Source: an optimization exercise on an open RTL-to-GDS flow (aim: small area and a short achievable clock period). Production flows keep margins and buffers that such runs may drop.
At most, simulation tests tie the RTL to the original design; equivalence was not proved.
No functional check of the RTL was part of runs 3 and 4.

## flow/design.v

```verilog
module cast_unit_add32 (
    input  wire [31:0] a,
    input  wire [30:0] b,
    output wire [31:0] s
);
    wire [31:0]  bb = {b, 1'b0};
    wire [191:0] g, p;
    assign g[31:0] = a & bb;
    assign p[31:0] = a ^ bb;
    genvar l, i;
    generate
        for (l = 0; l < 5; l = l + 1) begin : lv
            for (i = 0; i < 32; i = i + 1) begin : bt
                if ((i >> l) & 1) begin : n
                    localparam integer J = ((i >> l) << l) - 1;
                    assign g[(l+1)*32+i] = g[l*32+i] | (p[l*32+i] & g[l*32+J]);
                    assign p[(l+1)*32+i] = p[l*32+i] & p[l*32+J];
                end else begin : w
                    assign g[(l+1)*32+i] = g[l*32+i];
                    assign p[(l+1)*32+i] = p[l*32+i];
                end
            end
        end
    endgenerate
    assign s = p[31:0] ^ {g[190:160], 1'b0};
endmodule
module cast_unit_cout32 (
    input  wire [31:0] a,
    input  wire [31:0] b,
    output wire        co
);
    wire [63:0] g, p;
    assign g[31:0] = a & b;
    assign p[31:0] = a ^ b;
    genvar i;
    generate
        for (i = 0; i < 16; i = i + 1) begin : l1
            assign g[32+i] = g[2*i+1] | (p[2*i+1] & g[2*i]);
            assign p[32+i] = p[2*i+1] & p[2*i];
        end
        for (i = 0; i < 8; i = i + 1) begin : l2
            assign g[48+i] = g[32+2*i+1] | (p[32+2*i+1] & g[32+2*i]);
            assign p[48+i] = p[32+2*i+1] & p[32+2*i];
        end
        for (i = 0; i < 4; i = i + 1) begin : l3
            assign g[56+i] = g[48+2*i+1] | (p[48+2*i+1] & g[48+2*i]);
            assign p[56+i] = p[48+2*i+1] & p[48+2*i];
        end
        for (i = 0; i < 2; i = i + 1) begin : l4
            assign g[60+i] = g[56+2*i+1] | (p[56+2*i+1] & g[56+2*i]);
            assign p[60+i] = p[56+2*i+1] & p[56+2*i];
        end
    endgenerate
    assign g[63:62] = 2'b00;
    assign p[63:62] = 2'b00;
    assign co = g[61] | (p[61] & g[60]);
endmodule
module cast_unit_round #(parameter [31:0] KN = 32'd0) (
    input  wire [31:0] cs,
    input  wire [30:0] cc,
    input  wire [31:0] y,
    output wire [31:0] ao,
    output wire [31:0] yo,
    output wire [31:0] cso,
    output wire [30:0] cco
);
    wire [31:0] xa;
    cast_unit_add32 add (.a(cs), .b(cc), .s(xa));
    assign yo  = {y[19:0], y[31:20]} ^ xa;
    assign ao  = {xa[11:0], xa[31:12]};
    assign cso = ao ^ KN;
    wire [31:0] ccw = (KN & (ao | yo)) | (~KN & ~ao & yo);
    assign cco = ccw[30:0];
endmodule
module cast_unit (
    input  wire        clk,
    input  wire        rst,
    input  wire        in_valid,
    input  wire [5:0]  in_src_fmt,
    input  wire [5:0]  in_dst_fmt,
    input  wire [1:0]  in_round,
    input  wire        in_ovf,
    input  wire [31:0] in_code,
    input  wire [63:0] in_seed,
    input  wire [15:0] in_tag,
    input  wire [47:0] in_idx,
    output reg         out_valid,
    output reg  [31:0] out_code,
    output reg         out_sat,
    output reg         out_nan,
    output reg         out_err
);
    localparam [31:0] K1 = 32'h9E37_79B9, K2 = 32'h3C6E_F372,
                      K3 = 32'hDAA6_6D2B, K4 = 32'h78DD_E6E4;
    reg        a_valid;
    reg [5:0]  a_src, a_dst;
    reg [1:0]  a_rnd;
    reg        a_ovf;
    reg [31:0] a_code;
    reg [31:0] a_x, a_y;
    always @(posedge clk) begin
        if (rst)
            a_valid <= 1'b0;
        else
            a_valid <= in_valid;
        a_src  <= in_src_fmt;
        a_dst  <= in_dst_fmt;
        a_rnd  <= in_round;
        a_ovf  <= in_ovf;
        a_code <= in_code;
        a_x    <= in_idx[31:0] ^ in_seed[31:0];
        a_y    <= {in_tag, in_idx[47:32]} ^ in_seed[63:32];
    end
    wire [31:0] cs1  = a_x ^ a_y ^ K1;
    wire [31:0] cc1w = (a_x & a_y) | (a_x & K1) | (a_y & K1);
    wire [31:0] a1, y1, cs2, a2, y2, cs3_u;
    wire [30:0] cc2, cc3_u;
    cast_unit_round #(.KN(K2)) rd1 (.cs(cs1), .cc(cc1w[30:0]), .y(a_y), .ao(a1), .yo(y1), .cso(cs2), .cco(cc2));
    cast_unit_round #(.KN(K3)) rd2 (.cs(cs2), .cc(cc2), .y(y1), .ao(a2), .yo(y2), .cso(cs3_u), .cco(cc3_u));
    wire [5:0]  sf = a_src;
    wire [31:0] c  = a_code;
    wire sF32 = (sf == 6'h01), sB16 = (sf == 6'h02), sF16 = (sf == 6'h03);
    wire sE43 = (sf == 6'h04), sE52 = (sf == 6'h05), sE32 = (sf == 6'h06);
    wire sE23 = (sf == 6'h07), sE21 = (sf == 6'h08);
    wire sI32 = (sf == 6'h10), sI16 = (sf == 6'h11), sI8  = (sf == 6'h12);
    wire sU8  = (sf == 6'h13), sI4  = (sf == 6'h14), sU4  = (sf == 6'h15);
    wire sI3  = (sf == 6'h16), sI2  = (sf == 6'h17), sTN  = (sf == 6'h18);
    wire sMK  = (sf == 6'h19);
    wire s_fl = sF32 | sB16 | sF16 | sE43 | sE52 | sE32 | sE23 | sE21;
    wire s_in = sI32 | sI16 | sI8 | sU8 | sI4 | sU4 | sI3 | sI2 | sTN | sMK;
    wire        f_sg = (sF32 & c[31]) | ((sB16 | sF16) & c[15]) | ((sE43 | sE52) & c[7]) |
                       ((sE32 | sE23) & c[5]) | (sE21 & c[3]);
    wire [7:0]  f_ef = ({8{sF32}} & c[30:23]) | ({8{sB16}} & c[14:7]) |
                       ({8{sF16}} & {3'd0, c[14:10]}) | ({8{sE43}} & {4'd0, c[6:3]}) |
                       ({8{sE52}} & {3'd0, c[6:2]}) | ({8{sE32}} & {5'd0, c[4:2]}) |
                       ({8{sE23}} & {6'd0, c[4:3]}) | ({8{sE21}} & {6'd0, c[2:1]});
    wire [22:0] f_mf = ({23{sF32}} & c[22:0]) | ({23{sB16}} & {c[6:0], 16'd0}) |
                       ({23{sF16}} & {c[9:0], 13'd0}) | ({23{sE43 | sE23}} & {c[2:0], 20'd0}) |
                       ({23{sE52 | sE32}} & {c[1:0], 21'd0}) | ({23{sE21}} & {c[0], 22'd0});
    wire        f_efmax = (sF32 & (&c[30:23])) | (sB16 & (&c[14:7])) | (sF16 & (&c[14:10])) |
                          (sE43 & (&c[6:3])) | (sE52 & (&c[6:2]));
    wire        f_hasinf = sF32 | sB16 | sF16 | sE52;
    wire        f_efz  = (f_ef == 8'd0);
    wire        f_mz   = (f_mf == 23'd0);
    wire        fl_inf = f_hasinf & f_efmax & f_mz;
    wire        fl_nan = (f_hasinf & f_efmax & ~f_mz) | (sE43 & f_efmax & (&c[2:0]));
    wire [7:0]  e_f32 = {c[30:24], c[23] | ~(|c[30:23])} - 8'd127;
    wire [7:0]  e_b16 = {c[14:8],  c[7]  | ~(|c[14:7])}  - 8'd127;
    wire [7:0]  e_f16 = {3'd0, c[14:11], c[10] | ~(|c[14:10])} - 8'd15;
    wire [7:0]  e_e43 = {4'd0, c[6:4], c[3] | ~(|c[6:3])} - 8'd7;
    wire [7:0]  e_e52 = {3'd0, c[6:3], c[2] | ~(|c[6:2])} - 8'd15;
    wire [7:0]  e_e32 = {5'd0, c[4:3], c[2] | ~(|c[4:2])} - 8'd3;
    wire [7:0]  e_e23 = {6'd0, c[4], c[3] | ~(|c[4:3])} - 8'd1;
    wire [7:0]  e_e21 = {6'd0, c[2], c[1] | ~(|c[2:1])} - 8'd1;
    wire [7:0]  f_e   = ({8{sF32}} & e_f32) | ({8{sB16}} & e_b16) | ({8{sF16}} & e_f16) |
                        ({8{sE43}} & e_e43) | ({8{sE52}} & e_e52) | ({8{sE32}} & e_e32) |
                        ({8{sE23}} & e_e23) | ({8{sE21}} & e_e21);
    wire        tern_n = (c[1:0] == 2'd0), tern_p = (c[1:0] == 2'd2);
    wire        i_neg  = (sI32 & c[31]) | (sI16 & c[15]) | (sI8 & c[7]) | (sI4 & c[3]) |
                         (sI3 & c[2]) | (sI2 & c[1]) | (sTN & tern_n);
    wire [31:0] por;
    cast_unit_por por_i (.v(c), .o(por));
    wire [31:0] m_i32 = c ^ ({32{c[31]}} & por);
    wire [15:0] m_i16 = c[15:0] ^ ({16{c[15]}} & por[15:0]);
    wire [7:0]  m_i8  = c[7:0] ^ ({8{c[7]}} & por[7:0]);
    wire [3:0]  m_i4  = c[3:0] ^ ({4{c[3]}} & por[3:0]);
    wire [2:0]  m_i3  = c[2:0] ^ ({3{c[2]}} & por[2:0]);
    wire [1:0]  m_i2  = c[1:0] ^ ({2{c[1]}} & por[1:0]);
    wire [31:0] i_mag = ({32{sI32}} & m_i32) | ({32{sI16}} & {16'd0, m_i16}) |
                        ({32{sI8}} & {24'd0, m_i8}) | ({32{sU8}} & {24'd0, c[7:0]}) |
                        ({32{sI4}} & {28'd0, m_i4}) | ({32{sU4}} & {28'd0, c[3:0]}) |
                        ({32{sI3}} & {29'd0, m_i3}) | ({32{sI2}} & {30'd0, m_i2}) |
                        ({32{sTN}} & {31'd0, tern_n | tern_p}) | ({32{sMK}} & {31'd0, c[0]});
    wire [31:0] f_in = s_fl ? {~f_efz, f_mf, 8'd0} : i_mag;
    wire [4:0] lz, tz;
    cast_unit_lzc lzc (.v(f_in), .n(lz));
    cast_unit_lzc tzc (.v({f_in[0], f_in[1], f_in[2], f_in[3], f_in[4], f_in[5], f_in[6], f_in[7],
                           f_in[8], f_in[9], f_in[10], f_in[11], f_in[12], f_in[13], f_in[14], f_in[15],
                           f_in[16], f_in[17], f_in[18], f_in[19], f_in[20], f_in[21], f_in[22], f_in[23],
                           f_in[24], f_in[25], f_in[26], f_in[27], f_in[28], f_in[29], f_in[30], f_in[31]}),
                       .n(tz));
    wire d_ok = (a_dst[5:3] == 3'b010) | (a_dst == 6'h18) | (a_dst == 6'h19) |
                ((a_dst[5:4] == 2'b00) & (a_dst[3:0] != 4'd0) & (a_dst[3:0] <= 4'd8));
    reg        p_valid;
    reg [31:0] p_fin;        
    reg [7:0]  p_e31;
    reg [4:0]  p_lz, p_tz;
    reg        p_sgn, p_nan, p_inf, p_zero, p_err;
    reg [5:0]  p_dst;
    reg [1:0]  p_rnd;
    reg        p_ovf;
    reg [31:0] p_a, p_y;
    always @(posedge clk) begin
        if (rst)
            p_valid <= 1'b0;
        else
            p_valid <= a_valid;
        p_fin  <= f_in;
        p_e31  <= s_fl ? f_e : 8'd31;
        p_lz   <= lz;
        p_tz   <= tz;
        p_sgn  <= s_fl ? f_sg : i_neg;
        p_nan  <= s_fl & fl_nan;
        p_inf  <= s_fl & fl_inf;
        p_zero <= ~(|f_in);
        p_err  <= ~(s_fl | s_in) | ~d_ok | (a_rnd == 2'd3);
        p_dst  <= a_dst;
        p_rnd  <= a_rnd;
        p_ovf  <= a_ovf;
        p_a    <= a2;
        p_y    <= y2;
    end
    wire [31:0] cs3  = p_a ^ K3;
    wire [31:0] cc3w = (K3 & (p_a | p_y)) | (~K3 & ~p_a & p_y);
    wire [31:0] a3, y3, cs4, a4, y4, cs5_u;
    wire [30:0] cc4, cc5_u;
    cast_unit_round #(.KN(K4)) rd3 (.cs(cs3), .cc(cc3w[30:0]), .y(p_y), .ao(a3), .yo(y3), .cso(cs4), .cco(cc4));
    cast_unit_round #(.KN(32'd0)) rd4 (.cs(cs4), .cc(cc4), .y(y3), .ao(a4), .yo(y4), .cso(cs5_u), .cco(cc5_u));
    wire [31:0] ev = ~a4 & y4;
    wire [31:0] dsum;
    cast_unit_add32 fin (.a(a4), .b(ev[30:0]), .s(dsum));
    wire [31:0]       f_v = p_fin;
    wire signed [9:0] e31 = {{2{p_e31[7]}}, p_e31};
    wire dF32 = (p_dst == 6'h01), dB16 = (p_dst == 6'h02), dF16 = (p_dst == 6'h03);
    wire dE43 = (p_dst == 6'h04), dE52 = (p_dst == 6'h05), dE32 = (p_dst == 6'h06);
    wire dE23 = (p_dst == 6'h07), dE21 = (p_dst == 6'h08);
    wire d_fl = dF32 | dB16 | dF16 | dE43 | dE52 | dE32 | dE23 | dE21;
    wire [5:0] d_cm   = ({6{dF32}} & 6'd31) | ({6{dB16}} & 6'd47) | ({6{dF16}} & 6'd44) |
                        ({6{dE43 | dE23}} & 6'd51) | ({6{dE52 | dE32}} & 6'd52) | ({6{dE21}} & 6'd53);
    wire [6:0] d_bm   = ({7{dF32 | dB16}} & 7'd126) | ({7{dF16 | dE52}} & 7'd14) |
                        ({7{dE43}} & 7'd6) | ({7{dE32}} & 7'd2);
    wire signed [9:0] eb   = e31 + $signed({3'd0, d_bm});
    wire              sub  = d_fl & ($signed({5'd0, p_lz}) > eb);
    wire signed [9:0] t_i  = $signed(10'd54) - e31;
    wire signed [9:0] t_f  = $signed({4'd0, d_cm}) - (sub ? eb : $signed({5'd0, p_lz}));
    wire signed [9:0] t0   = d_fl ? t_f : t_i;
    wire [6:0]        t    = t0[9] ? 7'd0 : (t0 > 10'sd70) ? 7'd127 : t0[6:0];
    wire [47:0]       u;
    cast_unit_shr shr (.v(f_v), .t(t), .u(u));
    wire              lost = ($signed({5'd0, p_tz}) + $signed(10'd39) < t0);
    wire signed [9:0] lg   = e31 - $signed({5'd0, p_lz});
    wire              big  = ~d_fl & (lg > $signed(10'd31));
    wire signed [9:0] ebx  = eb - $signed({5'd0, p_lz}) + $signed(10'd1);    
    reg        q_valid;
    reg [31:0] q_stp;
    reg [15:0] q_f16, q_draw;
    reg        q_lost, q_rne, q_sr, q_rtz;
    reg        q_sgn, q_err, q_nan, q_inf, q_zero, q_big, q_sub, q_ovf;
    reg [5:0]  q_dst;
    reg [7:0]  q_ebx;
    always @(posedge clk) begin
        if (rst)
            q_valid <= 1'b0;
        else
            q_valid <= p_valid;
        q_stp  <= u[47:16];
        q_f16  <= u[15:0];
        q_draw <= dsum[31:16];
        q_lost <= lost;
        q_rne  <= (p_rnd == 2'd0);
        q_sr   <= (p_rnd == 2'd2);
        q_rtz  <= (p_rnd == 2'd1);
        q_sgn  <= p_sgn;
        q_err  <= p_err;
        q_nan  <= p_nan;
        q_inf  <= p_inf;
        q_zero <= p_zero;
        q_big  <= big;
        q_sub  <= sub;
        q_ovf  <= p_ovf;
        q_dst  <= p_dst;
        q_ebx  <= ebx[7:0];
    end
    wire        sr_up;
    cast_unit_cout32 co_t (.a({q_f16, 16'd0}), .b({q_draw, 16'd0}), .co(sr_up));
    wire        rne_up = q_f16[15] & ((|q_f16[14:0]) | q_lost | q_stp[0]);
    wire        up     = (q_rne & rne_up) | (q_sr & sr_up);
    wire eF32 = (q_dst == 6'h01), eB16 = (q_dst == 6'h02), eF16 = (q_dst == 6'h03);
    wire eE43 = (q_dst == 6'h04), eE52 = (q_dst == 6'h05), eE32 = (q_dst == 6'h06);
    wire eE23 = (q_dst == 6'h07), eE21 = (q_dst == 6'h08);
    wire eI32 = (q_dst == 6'h10), eI16 = (q_dst == 6'h11), eI8  = (q_dst == 6'h12);
    wire eU8  = (q_dst == 6'h13), eI4  = (q_dst == 6'h14), eU4  = (q_dst == 6'h15);
    wire eI3  = (q_dst == 6'h16), eI2  = (q_dst == 6'h17), eTN  = (q_dst == 6'h18);
    wire eMK  = (q_dst == 6'h19);
    wire e_fl = eF32 | eB16 | eF16 | eE43 | eE52 | eE32 | eE23 | eE21;
    wire [7:0]  ex  = q_sub ? 8'd0 : q_ebx;
    wire [31:0] m   = q_stp;
    wire [31:0] fmag0 = ({32{eF32}} & {1'b0, ex, m[22:0]}) | ({32{eB16}} & {16'd0, 1'b0, ex, m[6:0]}) |
                        ({32{eF16}} & {13'd0, 1'b0, ex, m[9:0]}) | ({32{eE43 | eE23}} & {20'd0, 1'b0, ex, m[2:0]}) |
                        ({32{eE52 | eE32}} & {21'd0, 1'b0, ex, m[1:0]}) | ({32{eE21}} & {22'd0, 1'b0, ex, m[0]});
    wire [31:0] mag0 = e_fl ? fmag0 : m;
    wire [31:0] lim = ({32{eF32}} & 32'h7F7F_FFFF) | ({32{eB16}} & 32'h7F7F) | ({32{eF16}} & 32'h7BFF) |
                      ({32{eE43}} & 32'h7E) | ({32{eE52}} & 32'h7B) | ({32{eE32 | eE23}} & 32'h1F) |
                      ({32{eE21}} & 32'h7) |
                      ({32{eI32}} & {q_sgn, {31{~q_sgn}}}) | ({32{eI16}} & {16'd0, q_sgn, {15{~q_sgn}}}) |
                      ({32{eI8}} & {24'd0, q_sgn, {7{~q_sgn}}}) | ({32{eU8}} & {24'd0, {8{~q_sgn}}}) |
                      ({32{eI4}} & {28'd0, q_sgn, {3{~q_sgn}}}) | ({32{eU4}} & {28'd0, {4{~q_sgn}}}) |
                      ({32{eI3}} & {29'd0, q_sgn, {2{~q_sgn}}}) | ({32{eI2}} & {30'd0, q_sgn, ~q_sgn}) |
                      ({32{eTN}} & 32'd1);
    wire        gt   = q_big | (mag0 > lim);
    wire        eq   = ~q_big & (mag0 == lim);
    wire        neg  = q_sgn & ~e_fl;
    wire [31:0] ma   = mag0 ^ {32{neg}};
    wire [31:0] pand;                            
    assign pand[0] = 1'b1;
    genvar gi;
    generate
        for (gi = 1; gi < 32; gi = gi + 1) begin : pa
            assign pand[gi] = pand[gi-1] & ma[gi-1];
        end
    endgenerate
    wire [31:0] sbit = {q_sgn & eF32, 15'd0, q_sgn & (eB16 | eF16), 7'd0, q_sgn & (eE43 | eE52), 1'b0,
                        q_sgn & (eE32 | eE23), 1'b0, q_sgn & eE21, 3'd0};
    wire [31:0] wmask = ({32{eI32}} & 32'hFFFF_FFFF) | ({32{eI16}} & 32'hFFFF) | ({32{eI8 | eU8}} & 32'hFF) |
                        ({32{eI4 | eU4}} & 32'hF) | ({32{eI3}} & 32'h7) | ({32{eI2}} & 32'h3);
    wire        inf_ok = q_ovf & ~q_rtz;
    reg [31:0]  ovf_code;
    always @* begin
        ovf_code = sbit | lim;
        if (inf_ok & eF32) ovf_code = sbit | 32'h7F80_0000;
        if (inf_ok & eB16) ovf_code = sbit | 32'h7F80;
        if (inf_ok & eF16) ovf_code = sbit | 32'h7C00;
        if (inf_ok & eE52) ovf_code = sbit | 32'h7C;
        if (inf_ok & eE43) ovf_code = sbit | 32'h7F;
        if (~e_fl) ovf_code = lim;
        if (eTN) ovf_code = q_sgn ? 32'd0 : 32'd2;
    end
    wire [31:0] rc0, rc1;
    wire        rs0, rs1;
    cast_unit_pick p0 (.err(q_err), .mask(eMK), .nan(q_nan), .inf(q_inf), .zero(q_zero), .fl(e_fl), .tern(eTN),
                       .sgn(q_sgn), .over(gt), .res(ma ^ ({32{neg}} & pand)), .r1(mag0[0]),
                       .sbit(sbit), .wmask(wmask), .ovf_code(ovf_code), .code(rc0), .sat(rs0));
    cast_unit_pick p1 (.err(q_err), .mask(eMK), .nan(q_nan), .inf(q_inf), .zero(q_zero), .fl(e_fl), .tern(eTN),
                       .sgn(q_sgn), .over(gt | eq), .res(ma ^ ({32{~neg}} & pand)), .r1(1'b1),
                       .sbit(sbit), .wmask(wmask), .ovf_code(ovf_code), .code(rc1), .sat(rs1));
    wire [31:0] nan_code = ({32{eF32}} & 32'h7FC0_0000) | ({32{eB16}} & 32'h7FC0) | ({32{eF16}} & 32'h7E00) |
                           ({32{eE43}} & 32'h7F) | ({32{eE52}} & 32'h7E) | ({32{eTN}} & 32'd1);
    always @(posedge clk) begin
        if (rst)
            out_valid <= 1'b0;
        else
            out_valid <= q_valid;
        out_code <= (~q_err & ~eMK & q_nan) ? nan_code : (up ? rc1 : rc0);
        out_sat  <= up ? rs1 : rs0;
        out_nan  <= q_nan & ~q_err;
        out_err  <= q_err;
    end
endmodule
module cast_unit_pick (
    input  wire        err, mask, nan, inf, zero, fl, tern, sgn, over,
    input  wire [31:0] res,
    input  wire        r1,
    input  wire [31:0] sbit, wmask, ovf_code,
    output reg  [31:0] code,
    output reg         sat
);
    always @* begin
        code = 32'd0;
        sat  = 1'b0;
        if (err) begin
            code = 32'd0;
        end else if (mask) begin
            code = {31'd0, ~zero};
        end else if (nan) begin
            code = 32'd0;
        end else if (inf) begin
            code = ovf_code;
            sat  = 1'b1;
        end else if (zero) begin
            code = fl ? sbit : {31'd0, tern};
        end else if (over) begin
            code = ovf_code;
            sat  = 1'b1;
        end else if (fl) begin
            code = sbit | res;
        end else if (tern) begin
            code = r1 ? (sgn ? 32'd0 : 32'd2) : 32'd1;
        end else begin
            code = res & wmask;
        end
    end
endmodule
module cast_unit_por (
    input  wire [31:0] v,
    output wire [31:0] o
);
    wire [191:0] q;
    assign q[31:0] = v;
    genvar l, i;
    generate
        for (l = 0; l < 5; l = l + 1) begin : lv
            for (i = 0; i < 32; i = i + 1) begin : bt
                if ((i >> l) & 1) begin : n
                    localparam integer J = ((i >> l) << l) - 1;
                    assign q[(l+1)*32+i] = q[l*32+i] | q[l*32+J];
                end else begin : w
                    assign q[(l+1)*32+i] = q[l*32+i];
                end
            end
        end
    endgenerate
    assign o = {q[190:160], 1'b0};
endmodule
module cast_unit_shr (
    input  wire [31:0] v,
    input  wire [6:0]  t,
    output wire [47:0] u
);
    wire [31:0]  w0 = v;
    wire [32:0]  w1;
    wire [34:0]  w2;
    wire [38:0]  w3;
    wire [46:0]  w4;
    wire [62:0]  w5;
    wire [94:0]  w6;
    wire [158:0] w7;
    genvar k;
    generate
        for (k = 0; k < 33; k = k + 1) begin : s0
            wire hi = (k     <= 31) ? w0[(k     <= 31) ? k     : 0] : 1'b0;    
            wire lo = (k - 1 >= 0)  ? w0[(k - 1 >= 0)  ? k - 1 : 0] : 1'b0;    
            assign w1[k] = t[0] ? hi : lo;
        end
        for (k = 0; k < 35; k = k + 1) begin : s1
            wire hi = (k     <= 32) ? w1[(k     <= 32) ? k     : 0] : 1'b0;
            wire lo = (k - 2 >= 0)  ? w1[(k - 2 >= 0)  ? k - 2 : 0] : 1'b0;
            assign w2[k] = t[1] ? hi : lo;
        end
        for (k = 0; k < 39; k = k + 1) begin : s2
            wire hi = (k     <= 34) ? w2[(k     <= 34) ? k     : 0] : 1'b0;
            wire lo = (k - 4 >= 0)  ? w2[(k - 4 >= 0)  ? k - 4 : 0] : 1'b0;
            assign w3[k] = t[2] ? hi : lo;
        end
        for (k = 0; k < 47; k = k + 1) begin : s3
            wire hi = (k     <= 38) ? w3[(k     <= 38) ? k     : 0] : 1'b0;
            wire lo = (k - 8 >= 0)  ? w3[(k - 8 >= 0)  ? k - 8 : 0] : 1'b0;
            assign w4[k] = t[3] ? hi : lo;
        end
        for (k = 0; k < 63; k = k + 1) begin : s4
            wire hi = (k     <= 46) ? w4[(k     <= 46) ? k     : 0] : 1'b0;
            wire lo = (k - 16 >= 0) ? w4[(k - 16 >= 0) ? k - 16 : 0] : 1'b0;
            assign w5[k] = t[4] ? hi : lo;
        end
        for (k = 0; k < 95; k = k + 1) begin : s5
            wire hi = (k     <= 62) ? w5[(k     <= 62) ? k     : 0] : 1'b0;
            wire lo = (k - 32 >= 0) ? w5[(k - 32 >= 0) ? k - 32 : 0] : 1'b0;
            assign w6[k] = t[5] ? hi : lo;
        end
        for (k = 0; k < 159; k = k + 1) begin : s6
            wire hi = (k     <= 94) ? w6[(k     <= 94) ? k     : 0] : 1'b0;
            wire lo = (k - 64 >= 0) ? w6[(k - 64 >= 0) ? k - 64 : 0] : 1'b0;
            assign w7[k] = t[6] ? hi : lo;
        end
    endgenerate
    assign u = w7[135:88];
endmodule
module cast_unit_lzc (
    input  wire [31:0] v,
    output wire [4:0]  n
);
    wire [15:0] a1;
    wire [15:0] n1;
    genvar i;
    generate
        for (i = 0; i < 16; i = i + 1) begin : l1
            assign a1[i] = v[2*i+1] | v[2*i];
            assign n1[i] = ~v[2*i+1];
        end
    endgenerate
    wire [7:0] a2; wire [15:0] n2;
    generate
        for (i = 0; i < 8; i = i + 1) begin : l2
            assign a2[i] = a1[2*i+1] | a1[2*i];
            assign n2[2*i+1:2*i] = a1[2*i+1] ? {1'b0, n1[2*i+1]} : {1'b1, n1[2*i]};
        end
    endgenerate
    wire [3:0] a3; wire [11:0] n3;
    generate
        for (i = 0; i < 4; i = i + 1) begin : l3
            assign a3[i] = a2[2*i+1] | a2[2*i];
            assign n3[3*i+2:3*i] = a2[2*i+1] ? {1'b0, n2[4*i+3:4*i+2]} : {1'b1, n2[4*i+1:4*i]};
        end
    endgenerate
    wire [1:0] a4; wire [7:0] n4;
    generate
        for (i = 0; i < 2; i = i + 1) begin : l4
            assign a4[i] = a3[2*i+1] | a3[2*i];
            assign n4[4*i+3:4*i] = a3[2*i+1] ? {1'b0, n3[6*i+5:6*i+3]} : {1'b1, n3[6*i+2:6*i]};
        end
    endgenerate
    assign n = a4[1] ? {1'b0, n4[7:4]} : {1'b1, n4[3:0]};
endmodule
```

## flow/flow/run.sh

```bash
#!/bin/bash
# Own flow: the standard layout (standard.sh) with a different logic
# mapping step in synthesis; floorplan, placement, CTS and routing are the
# standard flow's, at the design's clock period and constraints.
#  - synthesis is ORFS synth.tcl run through synth_recipe.tcl as usual, except
#    that abc maps with flow/abc.script (area mapping under a delay target)
#    instead of abc_speed.script, and full/half-adder cells are not extracted
#    (ADDER_MAP_FILE empty). Registers are inferred before abc, so they are the
#    standard synthesis's.
#  - ABC_CLOCK_PERIOD_IN_PS is the delay target handed to abc's sizing.
#  - SETUP_SLACK_MARGIN=18.1: timing repair aims for that much setup slack
#  - port buffers are sky130_fd_sc_hd__buf_2 (one per input and output port)
# make's output goes to make.log here; each ORFS step logs under orfs/logs.
set -euo pipefail
W=$PWD
sed 's|  log_cmd abc {\*}$abc_args|  set abc_args [lreplace $abc_args 1 1 '"$W"'/flow/abc.script]\n  log_cmd abc {*}$abc_args|' "$FLOW_HOME/scripts/synth.tcl" > "$W/flow_synth.tcl"
grep -q "flow/abc.script" "$W/flow_synth.tcl"
sed "s|\$::env(SCRIPTS_DIR)/synth.tcl|$W/flow_synth.tcl|" "$W/synth_recipe.tcl" > "$W/flow_synth_recipe.tcl"
grep -q flow_synth.tcl "$W/flow_synth_recipe.tcl"
sed "s|SYNTH_SCRIPT=[^ ]*|SYNTH_SCRIPT=$W/flow_synth_recipe.tcl|" "$W/standard.sh" > "$W/flow_standard.sh"
grep -q flow_synth_recipe.tcl "$W/flow_standard.sh"
bash "$W/flow_standard.sh" ADDER_MAP_FILE= ABC_CLOCK_PERIOD_IN_PS=5000 SETUP_SLACK_MARGIN=18.1 "BUFFER_PORTS_ARGS=-buffer_cell sky130_fd_sc_hd__buf_2" finish > "$W/make.log" 2>&1
```

## flow/flow/abc.script

```
strash
dch -f
map -D 5000
topo
stime -c
buffer -c
upsize -c
dnsize -c
```

## flow/standard.sh

```bash
#!/bin/bash
# synth_recipe.tcl (not shown) runs the flow's synth.tcl, then flattens the netlist and writes it again
# the make line also repeats each setting of config.mk as NAME=value (left out here)
make -C /OpenROAD-flow-scripts/flow DESIGN_CONFIG=/design/flow/config.mk WORK_HOME=/design/flow/orfs CLKGATE_MAP_FILE= SYNTH_SCRIPT=/design/flow/synth_recipe.tcl "${@:-finish}"
```

## flow/config.mk

```make
export PLATFORM = sky130hd
export DESIGN_NAME = cast_unit
export DESIGN_NICKNAME = cast_unit
export VERILOG_FILES = /design/flow/design.v
export SDC_FILE = /design/flow/constraint.sdc
export NUM_CORES = 4
export LEC_CHECK = 0
export CAP_MARGIN = 20
export CORE_MARGIN = 2
export CORE_UTILIZATION = 40
export SLEW_MARGIN = 20
```

## flow/constraint.sdc

```tcl
create_clock -name core_clock -period 24.0 [get_ports {clk}]
set_input_delay 4.8000 -clock core_clock [delete_from_list [all_inputs] [get_ports {clk}]]
set_output_delay 4.8000 -clock core_clock [all_outputs]
set_load 0.01 [all_outputs]
```

==> flow_metrics.tcl, run 1 <==
set metrics [dict create \
    cts.sinks 368 \
    place_worst_setup_slack_ns 16.62 \
    ant_nets 0 \
    antenna_found_initial 3 \
    coreArea_um2 67400 \
    crit_buf_inv 5 \
    wl_met1_mm 41.8 \
    nets 4896 \
    drive_above_1_share 0.215 \
    async_flop_share 0 \
    ys_types 99 \
    drtPass1Iterations 5 \
    fmax_mhz 160 \
    wl_met3_mm 6.64 \
    wirelength_mm 94.4 \
    setup_tns_ns 0 \
    cts_max_level 2 \
    synth_top_area_cell "dfxtp_1" \
    layout_common_cells "766 x nor2_1, 673 x nand2_1, 611 x inv_1, 342 x dfxtp_1, 242 x xor2_1" \
    grt_max_degree 50 \
    clkLatencyLatePin_ns 0.59 \
    boundaryPins 214 \
    end_kind "register" \
    syn_inst 4323 \
    crit_path_start_kind "register" \
    wl_met2_mm 43.0 \
    yosys-top-cells-area "dfxtp_1 27%, nor2_1 12%, nand2_1 9.8%" \
    cpMostUsedCell "nor2_4" \
    top_layer "met5" \
    slew_violations 0 \
    tightest_slew_ns 0.979 \
    grt_pass1_wl_mm 144 \
    critPathKind "reg -> reg" \
    overflow 0 \
    yosys_warnings 2 \
    cp.required_ns 24.50 \
    synth-main-ff-cell "dfxtp_1" \
    cp_top_family "simple AND/OR/NAND/NOR gates" \
    drv_cap 0 \
    r2r_slack_ns 17.77 \
    cts_buffer_depth 3 \
    setup_viol 0 \
    wl_per_cell_um 16.8 \
    rows 95 \
    synth_nets 4501 \
    drc 0 \
    num-fill-cells 6699 \
    finalCritPeriodShare 0.260 \
    fp.dieH_um 266 \
    seq_area_um2 7430 \
    clock_skew_ns 0.0262 \
    cts.clk_slew.worst_paths_ns 0.06 \
    critPathArrivalTime_ns 6.73 \
    grt_usage 0.254 \
    portBuffers 213 \
    synth.top_cell.area_share 0.269 \
    vias 29644 \
    hold_class "reg -> reg" \
    hpwl_mm 73.2 \
    clockRootBuffer "clkbuf_16" \
    grt_pass1_vias 26738 \
    slowest_stage "dfxtp_4" \
    cts_tree "yes" \
    status "complete, no violations" \
    slowest_delay_ns 0.37 \
    routabilityCongestion 0.993 \
    synth-edff-count 0 \
    grt_setup_unrepaired "true" \
    seq_area_frac_synth 0.269 \
    multi_input_area_um2 19000 \
    synth.avg_cell_area_um2 6.33 \
    layout_min_cycle_time_ns 6.23 \
    die_w_um 266 \
    drtIter0Drc 2401 \
    vias_per_cell 5.27 \
    numCtsBuffers 43 \
    initial_core_util 0.406 \
    timing.final.ws_setup_ns 17.77 \
    dieArea_um2 70500 \
    synth_seq_cells 368 \
    layout_commonest_cell "nor2_1" \
    area_growth_pct 25.9 \
    cp_max_fo 6 \
    maxSlewHeadroom 0.339 \
    finalHoldViolCount 0 \
    synth_area_um2 27400 \
]
layer usage:
metal | vias up | GRT usage
met5 | - | 0
met4 | 4 | 0.0831
met3 | 174 | 0.0392
met2 | 1119 | 0.415
met1 | 13493 | 0.342
li1 | 14854 | -
kinds of logic (layout without fill, tap and decap cells):
kind of cell,count (synthesis),count (layout),share of synthesized area
other,0,1,0
AND/OR/NAND/NOR,1948,1948,0.296
AO/OA/AOI/OAI,894,898,0.204
flip-flops,368,368,0.269
buffers and inverters,743,1167,0.109
multiplexers,23,23,0.00874
adder cells (fa/ha/maj),5,5,0.00197
XOR/XNOR,342,342,0.111
layout make-up:
type,instances,area share
timing repair inverter,5,0.000981
sequential,368,0.216
multi-input combinational,3216,0.552
tap,873,0.0317
clock buffer,55,0.0337
timing repair buffer,413,0.0815
inverter,671,0.0749
clock inverter,23,0.00890
antenna,1,0.0000727
stage by stage:
stage	utilization	area [um^2]	instances	hold slack, ns
finish	0.511	34400	5625	0.315
global route	0.511	34400	5624	0.337
CTS	0.483	32500	5541	0.322
detailed placement	0.432	29100	5349	0.314
global placement	0.432	29100	5349	0.312
floorplan	-	27400	4323	0.310
flip-flops by register name (all words and copies together), names as in the netlist, 8 cells and up:
register and cells:
q_draw 16, out_code 32, p_fin 32, p_e31 8
q_ebx 8, q_stp 32, p_a 32, a_x 32
a_code 32, a_y 32, p_y 32, q_f16 16
cell usage after synthesis (12+ instances only):
master    number
nand2_1      717
a31oi_1       62
a22oi_1       12
nand3_1      100
or2_2         19
o21ai_2       20
and2_1        14
dfxtp_1      368
xnor2_1       70
nor4_1        28
o32ai_1       24
nor2_2        18
o211ai_1      17
o221ai_1      16
o21a_1        31
a221oi_1      15
mux2i_1       20
o21ai_1       75
or2_1         15
buf_4         16
nand4_1       27
nor2_1       848
inv_1        633
inv_2         30
nor3_1       107
a21oi_1      239
o21ai_0      218
a211oi_1      14
nand2_2       13
xor2_1       266
o22ai_1       52
clkbuf_1      33
final timing paths:
check,to,depth (start not counted),start
setup / recovery,q_draw[13],42,p_y[11]
hold / removal,q_ovf,0,p_ovf
setup reg to reg,q_draw[13],42,p_y[11]
hold reg to reg,q_ovf,0,p_ovf
timing repair:
item | 4_1_cts | 5_1_grt
endpoints found under the setup margin | 129 | 128
gates cloned | 10 | 0
pin swaps | 86 | 123
gates resized for setup | 256 | 304
hold buffers | 0 | 0
buffers inserted | 104 | 83
==> inputs of run 2 (changes only) <==
--- a/flow/flow/run.sh
+++ b/flow/flow/run.sh
@@ -9,6 +9,5 @@
 #    standard synthesis's.
 #  - ABC_CLOCK_PERIOD_IN_PS is the delay target handed to abc's sizing.
-#  - SETUP_SLACK_MARGIN=18.1: timing repair aims for that much setup slack
-#  - port buffers are sky130_fd_sc_hd__buf_2 (one per input and output port)
+#  - SETUP_SLACK_MARGIN=17.5
 # make's output goes to make.log here; each ORFS step logs under orfs/logs.
 set -euo pipefail
@@ -20,3 +19,3 @@
 sed "s|SYNTH_SCRIPT=[^ ]*|SYNTH_SCRIPT=$W/flow_synth_recipe.tcl|" "$W/standard.sh" > "$W/flow_standard.sh"
 grep -q flow_synth_recipe.tcl "$W/flow_standard.sh"
-bash "$W/flow_standard.sh" ADDER_MAP_FILE= ABC_CLOCK_PERIOD_IN_PS=5000 SETUP_SLACK_MARGIN=18.1 "BUFFER_PORTS_ARGS=-buffer_cell sky130_fd_sc_hd__buf_2" finish > "$W/make.log" 2>&1
+bash "$W/flow_standard.sh" ADDER_MAP_FILE= ABC_CLOCK_PERIOD_IN_PS=5000 SETUP_SLACK_MARGIN=17.5 finish > "$W/make.log" 2>&1
==> run 2 against run 1 <==
  * Hold slack improved by 0.0098 ns
  * Count of clock-buffer cells in the layout unchanged
  * Die area unchanged
  * Sequential share of layout area increased by 0.093 points
  * Global-route usage about the same
  * Cell count decreased by 1.4%
  * Critical path depth increased by 1
  * Clock skew about the same
  * Sequential cell count unchanged
  * Highest routed layer is now met4
==> flow_metrics.tcl, run 2 <==
set metrics [dict create \
    portBuffers 213 \
    yosys_warnings 2 \
    ys_types 99 \
    slowest_delay_ns 0.37 \
    grt_max_degree 49 \
    die_w_um 266 \
    ant_nets 0 \
    synth.top_cell.area_share 0.269 \
    layout_commonest_cell "nor2_1" \
    postPlaceCellArea_um2 30200 \
    timing.final.ws_setup_ns 17.56 \
    cp.required_ns 24.46 \
    fmax_mhz 155 \
    synth.avg_cell_area_um2 6.33 \
    status "complete, no violations" \
    wl_met2_mm 42.3 \
    hold_end "p_ovf" \
    drv_cap 0 \
    layout_min_cycle_time_ns 6.44 \
    seq_area_frac_synth 0.269 \
    syn_inst 4323 \
    synth_nets 4501 \
    synth-edff-count 0 \
    setup_viol 0 \
    synth_commonest_cells "848 x nor2_1, 717 x nand2_1, 633 x inv_1" \
    area_growth_pct 25.2 \
    layout_common_cells "786 x nor2_1, 681 x nand2_1, 613 x inv_1, 342 x dfxtp_1, 252 x xor2_1" \
    yosysMostFrequentCell "nor2_1" \
    nets 4820 \
    rr_startpoint "p_y[11]" \
    maxSlewHeadroom 0.449 \
    slew_violations 0 \
    yosys-top-cells-area "dfxtp_1 27%, nor2_1 12%, nand2_1 9.8%" \
    synth_area_um2 27400 \
    setup_tns_ns 0 \
    coreArea_um2 67400 \
    grt_pass1_wl_mm 143 \
    numCtsBuffers 42 \
    wl_met3_mm 6.13 \
    vias 29302 \
    grt_usage 0.253 \
    clkLatencyLatePin_ns 0.60 \
    seq_area_um2 7420 \
    initial_core_util 0.406 \
    synth_top_area_cell "dfxtp_1" \
    fp.dieH_um 266 \
    num-fill-cells 6777 \
    grt_setup_unrepaired "true" \
    async_flop_share 0 \
    whs_path_depth 0 \
    critPathKind "reg -> reg" \
    r2r_cells 43 \
    place_worst_setup_slack_ns 16.77 \
    crit_path_start_kind "register" \
    end_kind "register" \
    drive_above_1_share 0.141 \
    wl_met1_mm 43.0 \
    grt_pass1_vias 26238 \
    drtPass1Iterations 6 \
    tightest_slew_ns 0.823 \
    multi_input_area_um2 18500 \
    boundaryPins 214 \
    dieArea_um2 70500 \
    hold_class "reg -> reg" \
    wl_per_cell_um 17.1 \
    rows 95 \
    critPathArrivalTime_ns 6.90 \
    wirelength_mm 94.8 \
    vias_per_cell 5.28 \
    reg2reg_to "q_draw[14]" \
    antenna_cells 0 \
    cts.clk_slew.worst_paths_ns 0.06 \
    drc 0 \
    clock_skew_ns 0.0258 \
    overflow 0 \
    cp_max_fo 5 \
    clockRootBuffer "clkbuf_16" \
    cts_buffer_depth 3 \
    top_layer "met4" \
    finalHoldViolCount 0 \
    finalCritPeriodShare 0.268 \
    min_from "a_ovf" \
    cpMostUsedCell "nor2_4" \
    antenna_found_initial 0 \
    cts_tree "yes" \
    hpwl_mm 74.9 \
    synth-main-ff-cell "dfxtp_1" \
    synth_seq_cells 368 \
    hold_ws_ns 0.325 \
    routabilityCongestion 1.01 \
    cts_max_level 2 \
    cts.sinks 368 \
    slowest_stage "dfxtp_4" \
    r2r_slack_ns 17.56 \
    drtIter0Drc 2460 \
    design_area_um2 34300 \
]
[run 2: cell counts after synthesis]
Identical to the previous run, type by type.
[run 2: metrics by stage]
step | instances | util
floorplan | 4323 | -
global route | 5546 | 0.508
finish | 5546 | 0.508
global placement | 5350 | 0.448
CTS | 5442 | 0.473
detailed placement | 5350 | 0.448
[run 2: critical path, delay by kind of cell, from the launching register on]
kind            cells  cell delay, ns
compound gates     10            1.85
xor+xnor            2            0.42
buf+inv             8            0.76
flops               1            0.37
simple gates       23            2.89
[run 2: worst max-delay path by stage]
stage | start | endpoint | slack, ns | depth (start not counted)
floorplan | p_dst[1] | q_stp[21] | 18.59 | 45
global placement | p_dst[5] | q_f16[12] | 16.91 | 37
detailed placement | p_dst[1] | q_stp[21] | 16.77 | 40
CTS | p_a[7] | q_draw[13] | 17.51 | 40
global route | p_y[11] | q_draw[14] | 17.24 | 43
finish | p_y[11] | q_draw[14] | 17.56 | 43
[run 2: layout make-up]
cell class | instances | share of cell area
Clock buffer | 55 | 0.0348
Clock inverter | 20 | 0.00588
Inverter | 671 | 0.0748
Multi-Input combinational cell | 3220 | 0.541
Sequential cell | 368 | 0.217
Tap cell | 873 | 0.0319
Timing Repair Buffer | 334 | 0.0937
Timing Repair inverter | 5 | 0.00102
[run 2: per-layer routing]
layer | track usage | vias to the layer above
met3 | 0.0295 | 201
met4 | 0.0875 | 0
li1 | - | 14702
met5 | 0 | -
met1 | 0.351 | 13261
met2 | 0.406 | 1138
[run 2: logic make-up after synthesis]
group | synth area share
and+or+nand+nor | 0.296
AOI/OAI and AO/OA | 0.204
buffers and inverters | 0.109
DFF | 0.269
xor gates and xnor gates | 0.111
muxes | 0.00874
adders and majority gates | 0.00197
[run 2: what timing repair did]
item	in CTS	in global routing
resized for setup	29	406
gates cloned	4	9
pin swaps	6	115
buffers inserted	13	95
hold buffers	0	0
setup endpoints to repair	63	98
==> inputs of run 3 (changes only) <==
--- a/flow/design.v
+++ b/flow/design.v
@@ -218,6 +218,7 @@
     cast_unit_round #(.KN(32'd0)) rd4 (.cs(cs4), .cc(cc4), .y(y3), .ao(a4), .yo(y4), .cso(cs5_u), .cco(cc5_u));
     wire [31:0] ev = ~a4 & y4;
-    wire [31:0] dsum;
-    cast_unit_add32 fin (.a(a4), .b(ev[30:0]), .s(dsum));
+    wire [31:0] e2 = {ev[30:0], 1'b0};
+    wire        c16;
+    cast_unit_cout32 co_l (.a({a4[15:0], 16'd0}), .b({e2[15:0], 16'd0}), .co(c16));
     wire [31:0]       f_v = p_fin;
     wire signed [9:0] e31 = {{2{p_e31[7]}}, p_e31};
@@ -244,5 +245,6 @@
     reg        q_valid;
     reg [31:0] q_stp;
-    reg [15:0] q_f16, q_draw;
+    reg [15:0] q_f16, q_ah, q_eh;
+    reg        q_c16;
     reg        q_lost, q_rne, q_sr, q_rtz;
     reg        q_sgn, q_err, q_nan, q_inf, q_zero, q_big, q_sub, q_ovf;
@@ -256,5 +258,7 @@
         q_stp  <= u[47:16];
         q_f16  <= u[15:0];
-        q_draw <= dsum[31:16];
+        q_ah   <= a4[31:16];
+        q_eh   <= e2[31:16];
+        q_c16  <= c16;
         q_lost <= lost;
         q_rne  <= (p_rnd == 2'd0);
@@ -272,6 +276,10 @@
         q_ebx  <= ebx[7:0];
     end
-    wire        sr_up;
-    cast_unit_cout32 co_t (.a({q_f16, 16'd0}), .b({q_draw, 16'd0}), .co(sr_up));
+    wire [15:0] ts = q_ah ^ q_eh ^ q_f16;
+    wire [15:0] tc = (q_ah & q_eh) | (q_ah & q_f16) | (q_eh & q_f16);
+    wire        c_s, c_t;
+    cast_unit_cout32 co_s (.a({q_ah, 1'b1, 15'd0}), .b({q_eh, q_c16, 15'd0}), .co(c_s));
+    cast_unit_cout32 co_t (.a({ts, 1'b1, 15'd0}), .b({tc[14:0], 1'b0, q_c16, 15'd0}), .co(c_t));
+    wire        sr_up = c_s ? (tc[15] & c_t) : (tc[15] ^ c_t);
     wire        rne_up = q_f16[15] & ((|q_f16[14:0]) | q_lost | q_stp[0]);
     wire        up     = (q_rne & rne_up) | (q_sr & sr_up);
--- a/flow/flow/run.sh
+++ b/flow/flow/run.sh
@@ -9,5 +9,6 @@
 #    standard synthesis's.
 #  - ABC_CLOCK_PERIOD_IN_PS is the delay target handed to abc's sizing.
-#  - SETUP_SLACK_MARGIN=17.5
+#  - SETUP_SLACK_MARGIN=18.2: timing repair aims for that much setup slack
+#  - port buffers are sky130_fd_sc_hd__buf_2 (one per input and output port)
 # make's output goes to make.log here; each ORFS step logs under orfs/logs.
 set -euo pipefail
@@ -19,3 +20,3 @@
 sed "s|SYNTH_SCRIPT=[^ ]*|SYNTH_SCRIPT=$W/flow_synth_recipe.tcl|" "$W/standard.sh" > "$W/flow_standard.sh"
 grep -q flow_synth_recipe.tcl "$W/flow_standard.sh"
-bash "$W/flow_standard.sh" ADDER_MAP_FILE= ABC_CLOCK_PERIOD_IN_PS=5000 SETUP_SLACK_MARGIN=17.5 finish > "$W/make.log" 2>&1
+bash "$W/flow_standard.sh" ADDER_MAP_FILE= ABC_CLOCK_PERIOD_IN_PS=4000 SETUP_SLACK_MARGIN=18.2 "BUFFER_PORTS_ARGS=-buffer_cell sky130_fd_sc_hd__buf_2" finish > "$W/make.log" 2>&1
==> flow/flow/abc.script (replaced) <==
strash
dch -f
map -D 4000
topo
stime -c
buffer -c
upsize -c
dnsize -c
--- a/flow/config.mk
+++ b/flow/config.mk
@@ -8,4 +8,4 @@
 export CAP_MARGIN = 20
 export CORE_MARGIN = 2
-export CORE_UTILIZATION = 40
+export CORE_UTILIZATION = 55
 export SLEW_MARGIN = 20
==> run 3 against run 2 <==
  * Worst setup slack gained 0.35 ns
  * Sequential share of layout area grew 1.2 points
  * Sequential cell count grew 17
  * Synthesized cell count up 3.6%
  * Register-to-register slack improved by 0.35 ns
  * Critical endpoint is now q_stp[14]
  * Highest routed layer is now met5
==> flow_metrics.tcl, run 3 <==
set metrics [dict create \
    yosys_warnings 2 \
    crit_buf_inv 6 \
    finalHoldViolCount 0 \
    tightest_slew_ns 0.851 \
    fmax_mhz 164 \
    min_from "a_ovf" \
    boundaryPins 214 \
    place_worst_setup_slack_ns 17.21 \
    cpMostUsedCell "nand3_2" \
    cts_buffer_depth 3 \
    syn_inst 4480 \
    critPathArrivalTime_ns 6.58 \
    cts.clk_slew.worst_paths_ns 0.07 \
    antenna_cells 0 \
    design_area_um2 33800 \
    slowest_delay_ns 0.37 \
    die_w_um 231 \
    overflow 0 \
    met3_usage 0.0450 \
    reg2reg_to "q_stp[14]" \
    clock_skew_ns 0.0230 \
    dieArea_um2 53200 \
    num-fill-cells 4810 \
    drv_cap 0 \
    initial_core_util 0.554 \
    grt_max_degree 43 \
    cp_top_family "simple AND/OR/NAND/NOR gates" \
    postCtsHoldBufs 0 \
    synth_commonest_cells "813 x nor2_1, 694 x inv_1, 684 x nand2_1" \
    async_flop_share 0 \
    hpwl_mm 73.1 \
    drc 0 \
    r2r_cells 38 \
    routabilityCongestion 1.00 \
    vias 30904 \
    whs_path_depth 0 \
    crit_start "p_dst[5]" \
    status "complete, no violations" \
    yosysMostFrequentCell "nor2_1" \
    rr_startpoint "p_dst[5]" \
    vias_per_cell 5.64 \
    numCtsBuffers 43 \
    cts_tree "yes" \
    seq_area_um2 7730 \
    area_growth_pct 19.7 \
    hold_end "p_ovf" \
    grt_use_met1 0.477 \
    grt.met2_usage 0.532 \
    finalCritPeriodShare 0.254 \
    cts_max_level 2 \
    crit_path_start_kind "register" \
    layout_min_cycle_time_ns 6.09 \
    portBuffers 213 \
    synth_area_um2 28200 \
    grt-busiest-layer "met2" \
    grt_pass1_wl_mm 146 \
    wirelength_mm 94.9 \
    timing.final.ws_setup_ns 17.91 \
    seq_area_frac_synth 0.273 \
    end_kind "register" \
    synth_top_area_cell "dfxtp_1" \
    wl_per_cell_um 17.3 \
    grt_usage 0.340 \
    r2r_slack_ns 17.91 \
    drtPass1Iterations 7 \
    synth.avg_cell_area_um2 6.30 \
    grt_pass1_vias 27502 \
    postPlaceCellArea_um2 29900 \
    yosys-top-cells-area "dfxtp_1 27%, nor2_1 11%, inv_1 9.2%" \
    cp_max_fo 6 \
    hold_class "reg -> reg" \
    rows 83 \
    antenna_found_initial 1 \
    synth_seq_cells 385 \
    grt_setup_unrepaired "true" \
    ys_types 77 \
    fp.dieH_um 231 \
    slowest_stage "o41ai_4" \
    ant_nets 0 \
    maxSlewHeadroom 0.427 \
    drtIter0Drc 3358 \
    layout_commonest_cell "nor2_1" \
    synth-main-ff-cell "dfxtp_1" \
    cts.sinks 385 \
    post-route-util 0.663 \
    synth.top_cell.area_share 0.273 \
    clkLatencyLatePin_ns 0.60 \
    coreArea_um2 51000 \
    multi_input_area_um2 18900 \
    critPathKind "reg -> reg" \
    cp.required_ns 24.49 \
    synth_nets 4658 \
    setup_viol 0 \
    nets 4939 \
    layout_common_cells "773 x nor2_1, 683 x inv_1, 656 x nand2_1, 370 x dfxtp_1, 267 x nand3_1" \
    drive_above_1_share 0.149 \
    setup_tns_ns 0 \
    clockRootBuffer "clkbuf_16" \
    synth-edff-count 0 \
    slew_violations 0 \
]
-- run 3: logic make-up (layout without fill, tap and decap cells) --
kind of cell / Yosys count / in the layout / synth area share
adders and majority gates: 5 / 5 / 0.00177
xor gates and xnor gates: 324 / 324 / 0.105
muxes: 1 / 1 / 0.000354
buffers and inverters: 788 / 1101 / 0.108
and+or+nand+nor: 2083 / 2083 / 0.312
DFF: 385 / 385 / 0.273
AOI/OAI and AO/OA: 894 / 896 / 0.200
-- run 3: worst max path at each step --
stage	end	cells past startpoint	slack, ns
after detailed placement	q_stp[2]	33	17.21
after global placement	q_stp[2]	33	17.31
final	q_stp[14]	38	17.91
after floorplan	q_stp[2]	36	18.87
after CTS	out_code[5]	1	18.15
after global routing	q_stp[18]	39	17.69
-- run 3: through the flow --
stage | hold slack [ns] | instances
2_1_floorplan | 0.310 | 4480
3_3_place_gp | 0.313 | 5311
3_5_place_dp | 0.319 | 5311
4_1_cts | 0.333 | 5434
5_1_grt | 0.341 | 5475
6_report | 0.329 | 5475
-- run 3: final cells by class --
class | count | share of cell area
repair buffers | 313 | 0.0633
clock inverters | 21 | 0.00803
inverters | 709 | 0.0804
well taps | 680 | 0.0252
flip-flops and latches | 385 | 0.229
clock buffers | 58 | 0.0364
multi-input cells | 3309 | 0.558
-- run 3: repair_timing --
item,4_1_cts,5_1_grt
pin swaps,65,95
cloned,10,0
resized for setup,105,280
endpoints found under the setup margin,128,175
setup buffers,34,40
-- run 3: layer usage --
layer / wire length, um / part of all wire / vias up
li1: - / - / 15305
met1: 41700 / 0.44 / 13821
met2: 41100 / 0.43 / 1512
met3: 8300 / 0.087 / 264
met4: 3840 / 0.040 / 2
met5: 10 / 0.00011 / -
==> inputs of run 4 (changes only) <==
--- a/flow/config.mk
+++ b/flow/config.mk
@@ -8,4 +8,4 @@
 export CAP_MARGIN = 20
 export CORE_MARGIN = 2
-export CORE_UTILIZATION = 55
+export CORE_UTILIZATION = 40
 export SLEW_MARGIN = 20
==> run 4 against run 3 <==
  * Critical path depth is 1 higher
  * Sequential share of layout area is 0.82 points lower
  * Still clean
  * Register-to-register slack better by 0.09 ns
  * Highest routed layer is now met4
  * Largest cell class unchanged
  * Critical path type unchanged
  * Core utilization is 16 points lower
==> flow_metrics.tcl, run 4 <==
set metrics [dict create \
    ys_types 77 \
    cts_max_level 2 \
    wirelength_mm 99.0 \
    cpMostUsedCell "nor2_4" \
    cp_max_fo 12 \
    finalCritPeriodShare 0.250 \
    status "complete, no violations" \
    clockRootBuffer "clkbuf_16" \
    drc 0 \
    finalHoldViolCount 0 \
    routabilityCongestion 0.992 \
    layout_min_cycle_time_ns 6.00 \
    die_w_um 270 \
    portBuffers 213 \
    nets 4966 \
    vias 30642 \
    hold_class "reg -> reg" \
    grt_pass1_vias 27913 \
    crit_path_start_kind "register" \
    synth-edff-count 0 \
    seq_area_frac_synth 0.273 \
    yosys_warnings 2 \
    grt_setup_unrepaired "true" \
    slowest_stage "o41ai_4" \
    end_kind "register" \
    area_growth_pct 24.2 \
    setup_viol 0 \
    fmax_mhz 167 \
    coreArea_um2 69900 \
    fp.dieH_um 270 \
    cts.sinks 385 \
    initial_core_util 0.404 \
    slew_violations 0 \
    layout_commonest_cell "nor2_1" \
    synth_commonest_cells "813 x nor2_1, 694 x inv_1, 684 x nand2_1" \
    maxSlewHeadroom 0.250 \
    critPathKind "reg -> reg" \
    overflow 0 \
    cts.clk_slew.worst_paths_ns 0.07 \
    synth_top_area_cell "dfxtp_1" \
    setup_tns_ns 0 \
    antenna_found_initial 1 \
    drive_above_1_share 0.176 \
    synth_nets 4658 \
    synth_seq_cells 385 \
    clock_skew_ns 0.0350 \
    cp.required_ns 24.46 \
    postCtsHoldBufs 0 \
    slowest_delay_ns 0.39 \
    synth.avg_cell_area_um2 6.30 \
    tightest_slew_ns 1.12 \
    dpl.cell_count 5574 \
    r2r_slack_ns 18.00 \
    drtIter0Drc 2721 \
    cts_buffer_depth 3 \
    synth-main-ff-cell "dfxtp_1" \
    synth.top_cell.area_share 0.273 \
    hpwl_mm 76.7 \
    synth_area_um2 28200 \
    cts_tree "yes" \
    yosysMostFrequentCell "nor2_1" \
    wl_per_cell_um 17.2 \
    ant_nets 0 \
    drv_cap 0 \
    num-fill-cells 7183 \
    yosys-top-cells-area "dfxtp_1 27%, nor2_1 11%, inv_1 9.2%" \
    drtPass1Iterations 6 \
    grt_max_degree 49 \
    place_worst_setup_slack_ns 17.40 \
    grt_pass1_wl_mm 149 \
    critPathArrivalTime_ns 6.46 \
    syn_inst 4480 \
    fin_cells 5764 \
    vias_per_cell 5.32 \
    numCtsBuffers 44 \
    async_flop_share 0 \
    dieArea_um2 72700 \
    rows 97 \
    boundaryPins 214 \
    grt_usage 0.254 \
    layout_common_cells "764 x nor2_1, 682 x inv_1, 628 x nand2_1, 365 x dfxtp_1, 222 x xor2_1" \
    clkLatencyLatePin_ns 0.60 \
    timing.final.ws_setup_ns 18.00 \
]
==> run 4: worst max-delay path: cells and delay by family, from the launching register on <==
| kind | cells | cell delay [ns] |
|---|---|---|
| simple gates | 21 | 2.83 |
| compound gates | 11 | 1.71 |
| buf+inv | 7 | 0.99 |
| flops | 1 | 0.33 |
==> run 4: logic make-up (layout without fill, tap and decap cells) <==
| kind of cell | count (synthesis) | in the layout | synth area share |
|---|---|---|---|
| AO/OA/AOI/OAI | 894 | 894 | 0.200 |
| XOR/XNOR | 324 | 324 | 0.105 |
| adder cells (fa/ha/maj) | 5 | 5 | 0.00177 |
| buffers and inverters | 788 | 1130 | 0.108 |
| flip-flops | 385 | 385 | 0.273 |
| multiplexers | 1 | 1 | 0.000354 |
| other | 0 | 1 | 0 |
| AND/OR/NAND/NOR | 2083 | 2084 | 0.312 |
==> run 4: final timing paths <==
check / start / cells past startpoint / end
max: p_dst[4] / 39 / q_f16[1]
min: p_zero / 0 / q_zero
max reg2reg: p_dst[4] / 39 / q_f16[1]
min reg2reg: p_zero / 0 / q_zero
==> run 4: what timing repair did <==
action,CTS,global route
endpoints found under the setup margin,172,179
pin swaps,30,176
setup buffers,37,54
cloned,6,11
gates resized for setup,125,397
==> run 4: metal layers <==
metal,GRT usage,wire [um],part of all wire,up-vias
met1,0.340,43600,0.44,13757
li1,-,-,-,15346
met3,0.0313,6850,0.069,278
met2,0.417,44400,0.45,1261
met4,0.0942,4210,0.043,0
met5,0,0,0,-
==> run 4: through the flow <==
stage / hold WS [ns] / cell area, um^2 / util
after global routing: 0.341 / 35100 / 0.502
after CTS: 0.327 / 32800 / 0.469
after detailed placement: 0.313 / 30200 / 0.433
final: 0.326 / 35100 / 0.502
after floorplan: 0.310 / 28200 / -
after global placement: 0.312 / 30200 / 0.433
==> run 4: cell type report <==
class	instances	area, um^2	share of cell area
sequential	385	7730	0.220
antenna	1	2.50	0.0000713
timing repair buffer	339	2430	0.0693
multi-input combinational	3308	19400	0.552
clock inverter	28	414	0.0118
tap	940	1180	0.0335
clock buffer	53	1200	0.0344
timing repair inverter	1	5.00	0.000143
inverter	709	2750	0.0784

## what the ideal ports hide
Ports are ideal in the flow. The routed layouts listed here were re-timed in OpenROAD. Step 1, drivers: a clkbuf_16 drives clk and a buf_2 each remaining input, both assumed. Step 2 times the ports against the registers' clock, not the clock port: input delays grow and output delays shrink by t, the midpoint of the rising clock arrivals with the driver on. Three values: ideal, step 1, step 2; two values: the first two.
run	shift t [ns]	setup WS [ns]	worst setup path after step 2	worst data-port slew with drivers (ns)	cell pins on the clock port's net
run 1	0.637	17.769 / 17.769 / 17.769	register to register	0.05	1
run 2	0.645	17.559 / 17.559 / 17.559	register to register	0.05	1
run 3	0.653	17.908 / 17.908 / 17.908	register to register	0.05	1
run 4	0.649	18.002 / 18.002 / 18.002	register to register	0.05	1
After both steps setup and hold are still met in every run listed.
